What follows belongs to an exercise in optimizing a design on an open flow for small area, a short achievable clock period and few clock cycles per item; a production flow would make more cautious choices. Only simulation tests tie the RTL to the original design; equivalence was not proved.

==> inputs of run B <==
Design cmp_coder, start of the top module:
module cmp_coder (
    input  wire        clk,
    input  wire        rst,           
    input  wire        blk_start,
    input  wire [1:0]  blk_order,     
    input  wire        blk_reset,     
    output wire        idle,
    input  wire        in_valid,
    output wire        in_ready,
    input  wire [31:0] in_data,
    input  wire        in_last,
    output wire        out_valid,
    input  wire        out_ready,
    output wire [31:0] out_data,
    output wire        blk_done,
    output wire [31:0] blk_crc,
    output wire [15:0] blk_len,
    output wire [23:0] st_x1,
    output wire [23:0] st_x2,
    output wire [23:0] st_x3,
    output wire [23:0] st_a
);
clock: 15.0 ns
lec_check: 0
cap_margin: 20
core_margin: 2
core_utilization: 60
place_density: 0.75
slew_margin: 20
synth_hierarchical: 1
standard.sh (not shown) runs the stock make flow with config.mk's settings and CLKGATE_MAP_FILE= SYNTH_SCRIPT=/design/flow/synth_recipe.tcl, a recipe that flattens the netlist after the stock synthesis.
==> flow/flow/run.sh <==
#!/bin/bash
set -euo pipefail
cd "$(dirname "$0")/.."
bash standard.sh SETUP_SLACK_MARGIN=10.8 finish > flow_make.log 2>&1
==> run F (differences from run B) <==
--- a/flow/design.v
+++ b/flow/design.v
@@ -19,21 +19,24 @@
     output wire [23:0] st_x2,
     output wire [23:0] st_x3,
     output wire [23:0] st_a
 );
     reg         busy;         
     reg         open;         
     reg         o_p1, o_p2;   
-    reg         o_n1, o_n2;   
-    reg  [2:0]  pc;           
+    reg         e_p1, e_p2;   
+    reg         e_n1, e_n2;   
+    reg  [1:0]  pc;           
     reg         rep;          
     reg         zr;           
+    reg         zrr;          
+    reg         clean;        
     reg         start_q;      
     reg         init_q;       
-    reg         rst_q;
+    reg         rst_q;        
     reg         idle_r, ready_r, done_r;
     reg         flush;        
     reg  [4:0]  fill;         
     reg         hv;           
     reg         ov;           
     reg         c_v, c_code, c_last, c_long, c_second;
     reg         l1;           
@@ -43,83 +46,94 @@
     reg  [5:0]  p_tot;
     reg         hold, adv;
     assign idle     = idle_r;
     assign in_ready = ready_r;
     wire   take     = in_valid && ready_r;
     wire        busy_n = start || (busy && !done);
     wire        open_n = start || (open && !(take && in_last));
-    wire [2:0]  pc_d   = (pc != 3'd0 && adv) ? pc - 3'd1 : pc;
-    wire [2:0]  pc_n   = (rst || start) ? 3'd4 : pc_d;
-    wire        rep_n  = (pc_d != 3'd0) && (pc_d != 3'd4);
+    wire [1:0]  pc_d   = (pc != 2'd0 && adv) ? pc - 2'd1 : pc;
+    wire        skip   = clean || (!blk_reset && blk_order == {o_p2, o_p1});
+    wire [1:0]  pc_n   = rst_q ? 2'd3 : start ? (skip ? 2'd0 : 2'd3) : pc_d;
+    wire        zr_n   = rst_q || (start ? blk_reset : zr);
+    wire        zrr_n  = (pc_n != 2'd0) && zr_n;
+    wire [1:0]  ord_n  = start ? blk_order : {o_p2, o_p1};
     always @(posedge clk) begin
         rst_q   <= rst;
         start_q <= start && !rst;
         init_q  <= rst || (start && blk_reset);
-        if (rst) begin
+        if (rst_q) begin
             busy <= 1'b0;
             open <= 1'b0;
-            pc   <= 3'd4;
-            rep  <= 1'b0;
+            pc   <= 2'd3;
+            rep  <= 1'b1;
             zr   <= 1'b1;
+            clean <= 1'b0;
         end else begin
-            if (start) zr <= blk_reset;
+            zr   <= zr_n;
+            if (rep && adv && pc == 2'd1 && zr) clean <= 1'b1;
+            else if (go || (rep && adv))       clean <= 1'b0;
             busy <= busy_n;
             open <= open_n;
             pc   <= pc_n;
-            rep  <= rep_n && !start;
+            rep  <= (pc_n != 2'd0);
         end
         if (start) begin
             o_p1 <= blk_order[0];
             o_p2 <= blk_order[1];
-            o_n1 <= blk_order[1];
-            o_n2 <= blk_order[1] && blk_order[0];
         end
+        zrr  <= zrr_n;
+        e_p1 <= ord_n[0] && !zrr_n;
+        e_p2 <= ord_n[1] && !zrr_n;
+        e_n1 <= ord_n[1] && !zrr_n;
+        e_n2 <= ord_n[1] && ord_n[0] && !zrr_n;
     end
     reg         in_v, in_l, in_f;
     reg  [31:0] in_d;
     reg  [23:0] x1, x2, x3;       
-    reg  [26:0] pp, nq;           
+    reg  [26:0] pp;               
+    reg  [25:0] nq;               
     wire        step;
     wire [23:0] x3_n = step ? x2 : x3;
     wire        f1   = in_v && in_f && !rep;       
     wire        in_ld = adv && !f1;
     wire        p_hi = !pp[26] && (pp[25:23] != 3'd0);
     wire        p_lo =  pp[26] && ((pp[25:23] != 3'h7) || (pp[22:0] == 23'd0));
     wire [23:0] p_clamped = p_hi ? 24'h7FFFFF : p_lo ? 24'h800001 : pp[23:0];
     always @(posedge clk) begin
-        if (rst) begin
+        if (rst_q) begin
             in_v <= 1'b0;
             in_f <= 1'b0;
         end else if (adv) begin
             if (f1) in_f <= 1'b0;
             else begin
                 in_v <= take;
                 in_f <= in_data[6] && take;    
             end
         end
-        if (rst || in_ld) begin
+        if (rst_q || in_ld) begin
             in_d[7:0]  <= in_data[7:0];
             in_l       <= in_last;
         end
-        if (rst || adv)
-            in_d[31:8] <= f1 ? p_clamped : rep_n ? (zr ? 24'd0 : x3_n) : in_data[31:8];
+        if (rst_q || adv)
+            in_d[31:8] <= f1 ? p_clamped : ready_r ? in_data[31:8] : x3_n;
     end
     reg  [31:0] crc;              
     reg         crc_done;         
     wire        go   = adv && !rep && in_v && !in_f;    
     assign      step = go || (adv && rep);
     wire [23:0] a   = in_d[31:8];
     wire [26:0] sa  = {{3{a[23]}}, a};
     wire [26:0] sx1 = {{3{x1[23]}}, x1};
-    wire [26:0] p_next, n_next;
+    wire [26:0] p_next;
+    wire [25:0] n_next;
     cc_add3 #(27) u_padd (
-        .x(o_p1 ? sa : 27'd0), .y(o_p2 ? {sa[25:0], 1'b0} : 27'd0), .z(~nq),
+        .x(e_p1 ? sa : 27'd0), .y(e_p2 ? {sa[25:0], 1'b0} : 27'd0), .z(~{nq[25], nq}),
         .s(p_next));
-    cc_add3 #(27) u_nadd (
-        .x(o_n1 ? sa : 27'd0), .y(o_n2 ? {sa[25:0], 1'b0} : 27'd0), .z(o_n2 ? ~sx1 : ~27'd0),
+    cc_add3 #(26) u_nadd (
+        .x(e_n1 ? sa[25:0] : 26'd0), .y(e_n2 ? {sa[24:0], 1'b0} : 26'd0), .z(e_n2 ? ~sx1[25:0] : ~26'd0),
         .s(n_next));
     wire [27:0] res = {{4{in_d[31]}}, in_d[31:8]} - {pp[26], pp};
     wire [27:0] z = {res[26:0], 1'b0} ^ {28{res[27]}};    
     wire [31:0] crc_next;
     wire [31:0] t = ~crc ^ in_d;
     wire cs32 = t[6] ^ t[15];
     wire cs33 = t[0] ^ t[23];
@@ -224,28 +238,28 @@
     assign crc_next[28] = (cs72 ^ ((((t[10] ^ t[12]) ^ cs87) ^ cs44) ^ (cs61 ^ cs73)));
     assign crc_next[29] = (cs96 ^ (((t[23] ^ cs85) ^ cs61) ^ cs60));
     assign crc_next[30] = (cs86 ^ ((cs103 ^ cs52) ^ (cs63 ^ ((t[3] ^ t[7]) ^ cs37))));
     assign crc_next[31] = ((cs54 ^ cs57) ^ (cs90 ^ (cs64 ^ cs62)));
     reg         s1_v, s1_code, s1_last, s1_sat;
     reg  [27:0] s1_z;
     always @(posedge clk) begin
-        if (rst) s1_v <= 1'b0;
+        if (rst_q) s1_v <= 1'b0;
         else if (adv) s1_v <= go;
         if (adv) begin
             s1_code <= !in_d[6];
             s1_last <= in_l;
             s1_z    <= z;
             s1_sat  <= (z[27:20] != 8'd0);
         end
         if (start_q) crc <= 32'd0;
         else if ((go && !crc_done) || (adv && f1)) crc <= ~crc_next;
-        if (rst) crc_done <= 1'b0;
+        if (rst_q) crc_done <= 1'b0;
         else if (adv) crc_done <= f1;
         if (step) begin
-            x1 <= a;
+            x1 <= zrr ? 24'd0 : a;
             x2 <= x1;
             x3 <= x2;
             pp <= p_next;
             nq <= n_next;
         end
     end
     reg  [23:0] acc;              
@@ -259,34 +273,32 @@
         k_next = 5'd0;
         for (i = 0; i < 20; i = i + 1)
             if (acc_next[i + 4]) k_next = i[4:0];
     end
     wire [27:0] zq     = s1_z >> k;
     wire [4:0]  q      = zq[4:0];
     wire        esc    = (zq[27:5] != 23'd0) || (q[4] && q[3]);
-    wire        long_c = esc || q[4] || (q[3] && q[2]);
-    wire [5:0]  plen1  = esc ? 6'd24 : long_c ? {1'b0, q} : ({1'b0, q} + {1'b0, k} + 6'd1);
-    wire [4:0]  plen2  = esc ? 5'd28 : k + 5'd1;
+    wire [5:0]  qk1    = {1'b0, q} + {1'b0, k} + 6'd1;
+    wire        long_c = esc || qk1[5];
+    wire [5:0]  plen1  = esc ? 6'd24 : long_c ? {1'b0, q} : qk1;
     reg  [27:0] c_z;
     reg  [4:0]  c_k;
     reg         c_esc;
     reg  [5:0]  c_plen1;
-    reg  [4:0]  c_plen2;
     always @(posedge clk) begin
-        if (rst) c_v <= 1'b0;
+        if (rst_q) c_v <= 1'b0;
         else if (adv) c_v <= s1_v;
         if (adv) begin
             c_code  <= s1_code;
             c_last  <= s1_last;
             c_z     <= s1_z;
             c_k     <= k;
             c_esc   <= esc;
             c_long  <= long_c;
             c_plen1 <= plen1;
-            c_plen2 <= plen2;
         end
         if (init_q) begin
             acc <= 24'd128;
             k   <= 5'd3;
         end else if (adv && s1_v && s1_code) begin
             acc <= acc_next;
             k   <= k_next;
@@ -295,15 +307,15 @@
     reg  [4:0]  fm, os;
     reg  [5:0]  oe, plen;
     always @(*) begin
         if (c_second) begin
             fm   = c_esc ? 5'd28 : c_k;
             os   = 5'd0;
             oe   = 6'd0;
-            plen = {1'b0, c_plen2};
+            plen = c_esc ? 6'd28 : {1'b0, c_k} + 6'd1;
         end else if (c_long) begin
             fm   = 5'd0;
             os   = 5'd0;
             oe   = c_plen1;
             plen = c_plen1;
         end else begin
             fm   = c_k;
@@ -315,74 +327,79 @@
     reg  [31:0] piece;
     integer b;
     always @(*) begin
         for (b = 0; b < 32; b = b + 1)
             piece[b] = (b < 28 && b < fm && c_z[b % 28]) || (b >= os && b < oe);
     end
     wire [5:0]  tot = {1'b0, fill} + plen;
-    reg  [31:0] p_piece;
+    reg  [30:0] p_piece;          
     reg  [31:0] word;             
     reg  [31:0] hd;               
     reg  [12:0] len;              
-    wire [95:0] sh     = {p_piece, 64'd0} >> p_tot;
+    wire [95:0] sh     = {1'b0, p_piece, 64'd0} >> p_tot;
     wire [31:0] w_ins  = word | sh[63:32];
     wire [31:0] w_rest = sh[31:0];
     wire        ins   = p_v && !hold;
+    wire        lpush = ins && p_last && !p_tot[5];
     wire        fpush = flush && !hold && (fill != 5'd0);
-    wire        push  = (ins && p_tot[5]) || fpush;
+    wire        push  = (ins && (p_tot[5] || p_last)) || fpush;
     wire [31:0] pdata = p_v ? w_ins : word;
     wire        pop   = hv && out_ready;
     wire        hv_n    = (hv && !pop) || push;
     wire        flush_n = (!hold && p_last) || (flush && !done);
     wire        l1_n    = adv ? (s1_v && s1_code && long_c) : (l1 && hold);
     wire        done_n  = flush && !done && (fill == 5'd0) && !hv_n;
     wire        pv_n    = hold ? p_v : (c_v && c_code);
+    wire        plast_n = hold ? p_last : (c_v && c_last && (!c_code || !c_long || c_second));
     wire        pt5_n   = hold ? p_tot[5] : tot[5];
-    wire [4:0]  fill_n  = (!hold && c_v && c_code) ? tot[4:0] : fpush ? 5'd0 : fill;
-    wire        hold_n  = hv_n && ((pv_n && pt5_n) || (flush_n && fill_n != 5'd0));
+    wire [4:0]  fill_n  = (!hold && c_v && c_code) ? tot[4:0] : (fpush || lpush) ? 5'd0 : fill;
+    wire        hold_n  = hv_n && ((pv_n && (pt5_n || plast_n)) || (flush_n && fill_n != 5'd0));
     always @(posedge clk) begin
-        if (rst) c_second <= 1'b0;
+        if (rst_q) c_second <= 1'b0;
         else if (l1 && !hold) c_second <= 1'b1;
         else if (adv)       c_second <= 1'b0;
-        if (rst) begin
+        if (rst_q) begin
             p_v    <= 1'b0;
             p_last <= 1'b0;
         end else if (!hold) begin
             p_v    <= c_v && c_code;
-            p_last <= c_v && c_last && (!c_code || !c_long || c_second);
+            p_last <= plast_n;
         end
         if (!hold) begin
-            p_piece <= piece;
+            p_piece <= piece[30:0];
             p_tot   <= tot;
         end
         if (rst_q) word <= 32'd0;
-        else if (ins) word <= p_tot[5] ? w_rest : w_ins;
+        else if (ins) word <= p_tot[5] ? w_rest : p_last ? 32'd0 : w_ins;
         else if (fpush) word <= 32'd0;
-        if (rst) begin
+        if (rst_q) begin
             fill    <= 5'd0;
             flush   <= 1'b0;
             hv      <= 1'b0;
-            ov      <= 1'b0;
             hold    <= 1'b0;
             adv     <= 1'b1;
             l1      <= 1'b0;
-            done_r  <= 1'b0;
-            idle_r  <= 1'b0;
-            ready_r <= 1'b0;
         end else begin
             fill  <= fill_n;
             hold  <= hold_n;
             adv   <= !hold_n && !l1_n;
             flush <= flush_n;
             hv    <= hv_n;
-            ov    <= (ov && !out_ready) || push;
             l1    <= l1_n;
+        end
+        if (rst || rst_q) begin
+            ov      <= 1'b0;
+            done_r  <= 1'b0;
+            idle_r  <= 1'b0;
+            ready_r <= 1'b0;
+        end else begin
+            ov      <= (ov && !out_ready) || push;
             done_r  <= done_n;
-            idle_r  <= (!busy_n || done_n) && (pc_n == 3'd0);
-            ready_r <= open_n && (pc_n[2:1] == 2'd0) && !l1_n && !(hv_n && pv_n && pt5_n) &&
+            idle_r  <= (!busy_n || done_n) && (pc_n == 2'd0);
+            ready_r <= open_n && !pc_n[1] && !l1_n && !(hv_n && pv_n && (pt5_n || plast_n)) &&
                        !(adv ? (!f1 && take && in_data[6]) : f1);
         end
         if (push) hd <= pdata;
         if (start_q)   len <= 13'd0;
         else if (push) len <= len + 13'd1;
     end
     assign out_valid = ov;
Settings changed: SYNTH_HIERARCHICAL 1 to default.
==> run H (differences from run B) <==
--- a/flow/design.v
+++ b/flow/design.v
@@ -23,17 +23,18 @@
     reg         busy;         
     reg         open;         
     reg         o_p1, o_p2;   
     reg         o_n1, o_n2;   
     reg  [2:0]  pc;           
     reg         rep;          
     reg         zr;           
+    reg         clean;        
     reg         start_q;      
     reg         init_q;       
-    reg         rst_q;
+    reg         rst_q;        
     reg         idle_r, ready_r, done_r;
     reg         flush;        
     reg  [4:0]  fill;         
     reg         hv;           
     reg         ov;           
     reg         c_v, c_code, c_last, c_long, c_second;
     reg         l1;           
@@ -44,28 +45,32 @@
     reg         hold, adv;
     assign idle     = idle_r;
     assign in_ready = ready_r;
     wire   take     = in_valid && ready_r;
     wire        busy_n = start || (busy && !done);
     wire        open_n = start || (open && !(take && in_last));
     wire [2:0]  pc_d   = (pc != 3'd0 && adv) ? pc - 3'd1 : pc;
-    wire [2:0]  pc_n   = (rst || start) ? 3'd4 : pc_d;
+    wire        skip   = clean || (!blk_reset && blk_order == {o_p2, o_p1});
+    wire [2:0]  pc_n   = rst_q ? 3'd4 : start ? (skip ? 3'd0 : 3'd4) : pc_d;
     wire        rep_n  = (pc_d != 3'd0) && (pc_d != 3'd4);
     always @(posedge clk) begin
         rst_q   <= rst;
         start_q <= start && !rst;
         init_q  <= rst || (start && blk_reset);
-        if (rst) begin
+        if (rst_q) begin
             busy <= 1'b0;
             open <= 1'b0;
             pc   <= 3'd4;
             rep  <= 1'b0;
             zr   <= 1'b1;
+            clean <= 1'b0;
         end else begin
             if (start) zr <= blk_reset;
+            if (rep && adv && pc == 3'd1 && zr) clean <= 1'b1;
+            else if (go || (rep && adv))       clean <= 1'b0;
             busy <= busy_n;
             open <= open_n;
             pc   <= pc_n;
             rep  <= rep_n && !start;
         end
         if (start) begin
             o_p1 <= blk_order[0];
@@ -82,29 +87,29 @@
     wire [23:0] x3_n = step ? x2 : x3;
     wire        f1   = in_v && in_f && !rep;       
     wire        in_ld = adv && !f1;
     wire        p_hi = !pp[26] && (pp[25:23] != 3'd0);
     wire        p_lo =  pp[26] && ((pp[25:23] != 3'h7) || (pp[22:0] == 23'd0));
     wire [23:0] p_clamped = p_hi ? 24'h7FFFFF : p_lo ? 24'h800001 : pp[23:0];
     always @(posedge clk) begin
-        if (rst) begin
+        if (rst_q) begin
             in_v <= 1'b0;
             in_f <= 1'b0;
         end else if (adv) begin
             if (f1) in_f <= 1'b0;
             else begin
                 in_v <= take;
                 in_f <= in_data[6] && take;    
             end
         end
-        if (rst || in_ld) begin
+        if (rst_q || in_ld) begin
             in_d[7:0]  <= in_data[7:0];
             in_l       <= in_last;
         end
-        if (rst || adv)
+        if (rst_q || adv)
             in_d[31:8] <= f1 ? p_clamped : rep_n ? (zr ? 24'd0 : x3_n) : in_data[31:8];
     end
     reg  [31:0] crc;              
     reg         crc_done;         
     wire        go   = adv && !rep && in_v && !in_f;    
     assign      step = go || (adv && rep);
     wire [23:0] a   = in_d[31:8];
@@ -224,25 +229,25 @@
     assign crc_next[28] = (cs72 ^ ((((t[10] ^ t[12]) ^ cs87) ^ cs44) ^ (cs61 ^ cs73)));
     assign crc_next[29] = (cs96 ^ (((t[23] ^ cs85) ^ cs61) ^ cs60));
     assign crc_next[30] = (cs86 ^ ((cs103 ^ cs52) ^ (cs63 ^ ((t[3] ^ t[7]) ^ cs37))));
     assign crc_next[31] = ((cs54 ^ cs57) ^ (cs90 ^ (cs64 ^ cs62)));
     reg         s1_v, s1_code, s1_last, s1_sat;
     reg  [27:0] s1_z;
     always @(posedge clk) begin
-        if (rst) s1_v <= 1'b0;
+        if (rst_q) s1_v <= 1'b0;
         else if (adv) s1_v <= go;
         if (adv) begin
             s1_code <= !in_d[6];
             s1_last <= in_l;
             s1_z    <= z;
             s1_sat  <= (z[27:20] != 8'd0);
         end
         if (start_q) crc <= 32'd0;
         else if ((go && !crc_done) || (adv && f1)) crc <= ~crc_next;
-        if (rst) crc_done <= 1'b0;
+        if (rst_q) crc_done <= 1'b0;
         else if (adv) crc_done <= f1;
         if (step) begin
             x1 <= a;
             x2 <= x1;
             x3 <= x2;
             pp <= p_next;
             nq <= n_next;
@@ -268,15 +273,15 @@
     wire [4:0]  plen2  = esc ? 5'd28 : k + 5'd1;
     reg  [27:0] c_z;
     reg  [4:0]  c_k;
     reg         c_esc;
     reg  [5:0]  c_plen1;
     reg  [4:0]  c_plen2;
     always @(posedge clk) begin
-        if (rst) c_v <= 1'b0;
+        if (rst_q) c_v <= 1'b0;
         else if (adv) c_v <= s1_v;
         if (adv) begin
             c_code  <= s1_code;
             c_last  <= s1_last;
             c_z     <= s1_z;
             c_k     <= k;
             c_esc   <= esc;
@@ -323,66 +328,71 @@
     reg  [31:0] word;             
     reg  [31:0] hd;               
     reg  [12:0] len;              
     wire [95:0] sh     = {p_piece, 64'd0} >> p_tot;
     wire [31:0] w_ins  = word | sh[63:32];
     wire [31:0] w_rest = sh[31:0];
     wire        ins   = p_v && !hold;
+    wire        lpush = ins && p_last && !p_tot[5];
     wire        fpush = flush && !hold && (fill != 5'd0);
-    wire        push  = (ins && p_tot[5]) || fpush;
+    wire        push  = (ins && (p_tot[5] || p_last)) || fpush;
     wire [31:0] pdata = p_v ? w_ins : word;
     wire        pop   = hv && out_ready;
     wire        hv_n    = (hv && !pop) || push;
     wire        flush_n = (!hold && p_last) || (flush && !done);
     wire        l1_n    = adv ? (s1_v && s1_code && long_c) : (l1 && hold);
     wire        done_n  = flush && !done && (fill == 5'd0) && !hv_n;
     wire        pv_n    = hold ? p_v : (c_v && c_code);
+    wire        plast_n = hold ? p_last : (c_v && c_last && (!c_code || !c_long || c_second));
     wire        pt5_n   = hold ? p_tot[5] : tot[5];
-    wire [4:0]  fill_n  = (!hold && c_v && c_code) ? tot[4:0] : fpush ? 5'd0 : fill;
-    wire        hold_n  = hv_n && ((pv_n && pt5_n) || (flush_n && fill_n != 5'd0));
+    wire [4:0]  fill_n  = (!hold && c_v && c_code) ? tot[4:0] : (fpush || lpush) ? 5'd0 : fill;
+    wire        hold_n  = hv_n && ((pv_n && (pt5_n || plast_n)) || (flush_n && fill_n != 5'd0));
     always @(posedge clk) begin
-        if (rst) c_second <= 1'b0;
+        if (rst_q) c_second <= 1'b0;
         else if (l1 && !hold) c_second <= 1'b1;
         else if (adv)       c_second <= 1'b0;
-        if (rst) begin
+        if (rst_q) begin
             p_v    <= 1'b0;
             p_last <= 1'b0;
         end else if (!hold) begin
             p_v    <= c_v && c_code;
-            p_last <= c_v && c_last && (!c_code || !c_long || c_second);
+            p_last <= plast_n;
         end
         if (!hold) begin
             p_piece <= piece;
             p_tot   <= tot;
         end
         if (rst_q) word <= 32'd0;
-        else if (ins) word <= p_tot[5] ? w_rest : w_ins;
+        else if (ins) word <= p_tot[5] ? w_rest : p_last ? 32'd0 : w_ins;
         else if (fpush) word <= 32'd0;
-        if (rst) begin
+        if (rst_q) begin
             fill    <= 5'd0;
             flush   <= 1'b0;
             hv      <= 1'b0;
-            ov      <= 1'b0;
             hold    <= 1'b0;
             adv     <= 1'b1;
             l1      <= 1'b0;
-            done_r  <= 1'b0;
-            idle_r  <= 1'b0;
-            ready_r <= 1'b0;
         end else begin
             fill  <= fill_n;
             hold  <= hold_n;
             adv   <= !hold_n && !l1_n;
             flush <= flush_n;
             hv    <= hv_n;
-            ov    <= (ov && !out_ready) || push;
             l1    <= l1_n;
+        end
+        if (rst || rst_q) begin
+            ov      <= 1'b0;
+            done_r  <= 1'b0;
+            idle_r  <= 1'b0;
+            ready_r <= 1'b0;
+        end else begin
+            ov      <= (ov && !out_ready) || push;
             done_r  <= done_n;
             idle_r  <= (!busy_n || done_n) && (pc_n == 3'd0);
-            ready_r <= open_n && (pc_n[2:1] == 2'd0) && !l1_n && !(hv_n && pv_n && pt5_n) &&
+            ready_r <= open_n && (pc_n[2:1] == 2'd0) && !l1_n && !(hv_n && pv_n && (pt5_n || plast_n)) &&
                        !(adv ? (!f1 && take && in_data[6]) : f1);
         end
         if (push) hd <= pdata;
         if (start_q)   len <= 13'd0;
         else if (push) len <= len + 13'd1;
     end
     assign out_valid = ov;
Settings changed: SYNTH_HIERARCHICAL 1 to default.
==> summary of the runs <==
In run F the sequential cell count is lower than in run H, by 5. First-iteration DRC count, lowest first: run B, run F, run H. Synthesized cell count: run B < run F < run H. Final cell count: run F < run B < run H. Global-route usage, highest first: run B, run F, run H. Between run H and run F, the lower worst hold slack is in run H (gap 39 ps). Clock skew: run F is lower than run H (1.6 ps). Between run B and run H, the lower via count is in run B (gap 2.0%, measured against run H). Synthesized area: run F < run B < run H. The lowest worst setup slack belongs to run B, the highest to run F. Wire length, highest first: run H, run B, run F.
==> figures <==
item	run F	run H	run B
Min-Delay Endpoint	c_last$_DFFE_PP_	s1_last$_DFFE_PP_	s1_last$_DFFE_PP_
Final-layout fill cell count	3880	3914	3926
ANT cells	3	1	0
Detailed-route vias per instance	6.11	6.11	6.22
Non-clock inverter total of the final layout	224	223	149
FFs & Latches	445	450	449
Fmax	0.235 GHz	0.233 GHz	0.231 GHz
Register share of the cell area	33.3%	33.0%	33.6%
Layout multi-input combinational cell count	2390	2529	2465
Largest stage delay, worst path	470 ps	480 ps	530 ps
Total length of routed wires	90700 microns	92400 microns	92300 microns
Ratio of cells with drive above 1 in the final layout	18.8%	18.6%	19.2%
GR Util met2	55.1%	55.1%	56.7%
Outcome	timing/DRC/antenna clean	timing/DRC/antenna clean	timing/DRC/antenna clean
Yosys warning count	1	1	7
Global-route track usage on met1	44.2%	44.2%	44.3%
Multi-input combinational cell area	17900 sq um	18300 sq um	18200 sq um
Total via count in the routed design	25528	26527	25993
Testbench counts of run B, summed over its fixed seeds: cycles 30,673, items 29,834.
Testbench counts of run F, summed over its fixed seeds: cycles 30,562, items 29,834.
Testbench counts of run H, summed over its fixed seeds: cycles 30,598, items 29,834.

-- what the ideal ports hide --
The flow's constraints put no driver on any port. The routed layouts listed below were extracted and timed again, unchanged, in two steps.
Step 1 assumes that a clkbuf_16 drives the clock port and a buf_2 every other input.
Step 2, shift: input delay + t, output delay - t, t = (earliest + latest rising clock arrival at the registers) / 2. This alone moves slack from input paths to output paths.
Slacks: no drivers / after step 1 / after step 2; pairs: no drivers / after step 1.
run | t (ns) | setup slack, ns | worst register clock-pin slew, ns | worst slew at a driven data input, ns | cell pins on the clock port's net
run B | 0.671 | 10.669 / 10.608 / 10.253 | 0.07 / 0.07 | 0.06 | 1
run F | 0.651 | 10.747 / 10.690 / 10.272 | 0.06 / 0.06 | 0.09 | 1
run H | 0.665 | 10.714 / 10.654 / 10.218 | 0.06 / 0.06 | 0.10 | 1
After both steps setup and hold are still met in every run listed. The setup slack of run H, which loses most, moves by -0.060 ns with the drivers and by -0.496 ns with both steps.
